From an optimization exercise on the open Yosys and OpenROAD flow, aimed at small area and a short achievable clock period; shortcuts taken in it are not production practice.
Function was checked by simulation only, so behaviour that the tests miss may differ from the original.

run 1:
## yuv_rgb
module yuv_rgb (
    input  wire        clk,
    input  wire        rst,
    input  wire        in_valid,
    input  wire [1:0]  in_matrix,
    input  wire        in_full,
    input  wire        in_ten,
    input  wire [9:0]  in_c0,
    input  wire [9:0]  in_c1,
    input  wire [9:0]  in_c2,
    output reg         out_valid,
    output reg  [15:0] out_r,
    output reg  [15:0] out_g,
    output reg  [15:0] out_b
);
export LEC_CHECK = 0
export ABC_AREA = 1
export CAP_MARGIN = 20
export CORE_MARGIN = 2
export CORE_UTILIZATION = 40
export SLEW_MARGIN = 20
export SYNTH_HIERARCHICAL = 1
export SYNTH_MINIMUM_KEEP_SIZE = 0
create_clock -name core_clock -period 13.0 [get_ports {clk}]
standard.sh (not shown) runs the stock make flow with config.mk's settings and CLKGATE_MAP_FILE= SYNTH_SCRIPT=/design/flow/synth_recipe.tcl, a recipe that flattens the netlist after the stock synthesis.
==> flow/flow/run.sh <==
#!/bin/bash
# The standard layout (standard.sh), with ORFS's setup repair aimed at
# TARGET_NS rather than at the clock period: the constraints are unchanged,
# only the repair works towards more slack. make's full output goes to
# make.log here; ORFS's own per-step logs are under orfs/logs.
set -euo pipefail
TARGET_NS=${TARGET_NS:-3.6}
M=$(python3 -c "print(round($FLOW_PERIOD_NS - $TARGET_NS, 3))")
bash standard.sh SETUP_SLACK_MARGIN=$M finish > make.log 2>&1
Input-level comparison between run 2 and run 1:
==> flow/flow/run.sh <==
#!/bin/bash
# The standard layout (standard.sh), with ORFS's setup repair aimed at
# TARGET_NS rather than at the clock period, and allowed to change a cell's
# footprint (e.g. a stronger flip-flop): the constraints are unchanged, only
# the repair works towards more slack. make's full output goes to make.log
# here; ORFS's own per-step logs are under orfs/logs.
set -euo pipefail
TARGET_NS=${TARGET_NS:-3.6}
M=$(python3 -c "print(round($FLOW_PERIOD_NS - $TARGET_NS, 3))")
bash standard.sh SETUP_SLACK_MARGIN=$M MATCH_CELL_FOOTPRINT=0 finish > make.log 2>&1
==> results.txt <==
In the reports for run 1 and run 2, the smaller wire length of the first global-routing pass belongs to run 2.

---

Setup of job 7424:
Another version of the RTL of yuv_rgb (not shown whole).
For scale: about 4,600 cells after synthesis, about 430 flip-flops, about 0.038 mm² of cells after synthesis.
==> flow/design.v (excerpt) <==
module yuv_rgb (
    input  wire        clk,
    input  wire        rst,
    input  wire        in_valid,
    input  wire [1:0]  in_matrix,
    input  wire        in_full,
    input  wire        in_ten,
    input  wire [9:0]  in_c0,
    input  wire [9:0]  in_c1,
    input  wire [9:0]  in_c2,
    output reg         out_valid,
    output reg  [15:0] out_r,
    output reg  [15:0] out_g,
    output reg  [15:0] out_b
);
export LEC_CHECK = 0
export ABC_AREA = 1
export CAP_MARGIN = 20
export CORE_MARGIN = 2
export CORE_UTILIZATION = 40
export SLEW_MARGIN = 20
export SYNTH_HIERARCHICAL = 1
export SYNTH_MINIMUM_KEEP_SIZE = 0
create_clock -name core_clock -period 13.0 [get_ports {clk}]
run.sh (not shown) runs the stock make flow with config.mk's settings and CLKGATE_MAP_FILE= SYNTH_SCRIPT=/design/flow/synth_recipe.tcl, a recipe that flattens the netlist after the stock synthesis.
Stock flow here: none of the scripts above is used.
Input changes introduced in job 6839 (baseline for comparison: job 7424):
==> flow/flow/run.sh (new file) <==
#!/bin/bash
# The standard layout (standard.sh), with ORFS's setup repair aimed at
# TARGET_NS rather than at the clock period: the constraints are unchanged,
# only the repair works towards more slack. make's full output goes to
# make.log here; ORFS's own per-step logs are under orfs/logs.
set -euo pipefail
TARGET_NS=${TARGET_NS:-3.6}
M=$(python3 -c "print(round($FLOW_PERIOD_NS - $TARGET_NS, 3))")
bash standard.sh SETUP_SLACK_MARGIN=$M finish > make.log 2>&1
==> flow/standard.sh (new file) <==
#!/bin/bash
# synth_recipe.tcl (not shown) runs the flow's synth.tcl, then flattens the netlist and writes it again
# the make line also repeats each setting of config.mk as NAME=value (left out here)
make -C /OpenROAD-flow-scripts/flow DESIGN_CONFIG=/design/flow/config.mk WORK_HOME=/design/flow/orfs CLKGATE_MAP_FILE= SYNTH_SCRIPT=/design/flow/synth_recipe.tcl "${@:-finish}"
removed: flow/run.sh
--- outcome ---
Of job 7424 and job 6839, job 6839 shows the higher sequential cell area, with job 7424 below it.

[afterwards: timing with drivers on the ports]
How much do the figures lean on ideal ports? The routed layouts below were timed once more, with nothing changed but the port constraints.
Step 1: set_driving_cell puts a clkbuf_16 on clk and a buf_2 on each other input, an assumption about the parent block.
Step 2 also shifts input and output timing later by t, the mid clock arrival at the registers, as if the neighbouring blocks saw the same clock.
Three values: ideal ports, drivers, drivers and shift; two values: the first two.
run	shift t [ns]	setup slack, ns	hold WS [ns]	worst slew at a driven data input, ns
run 1	0.733	9.218 / 9.218 / 8.753	0.327 / 0.327 / 0.327	0.08
run 2	0.712	9.198 / 9.198 / 8.740	0.316 / 0.316 / 0.316	0.08
job 7424	0.760	6.921 / 6.921 / 6.921	0.326 / 0.326 / 0.326	0.07
job 6839	0.760	8.921 / 8.921 / 8.771	0.327 / 0.327 / 0.327	0.08
After both steps every run listed still meets setup and hold. The setup slack of run 1, which loses most, moves by 0.000 ns with the drivers and by -0.465 ns with both steps.
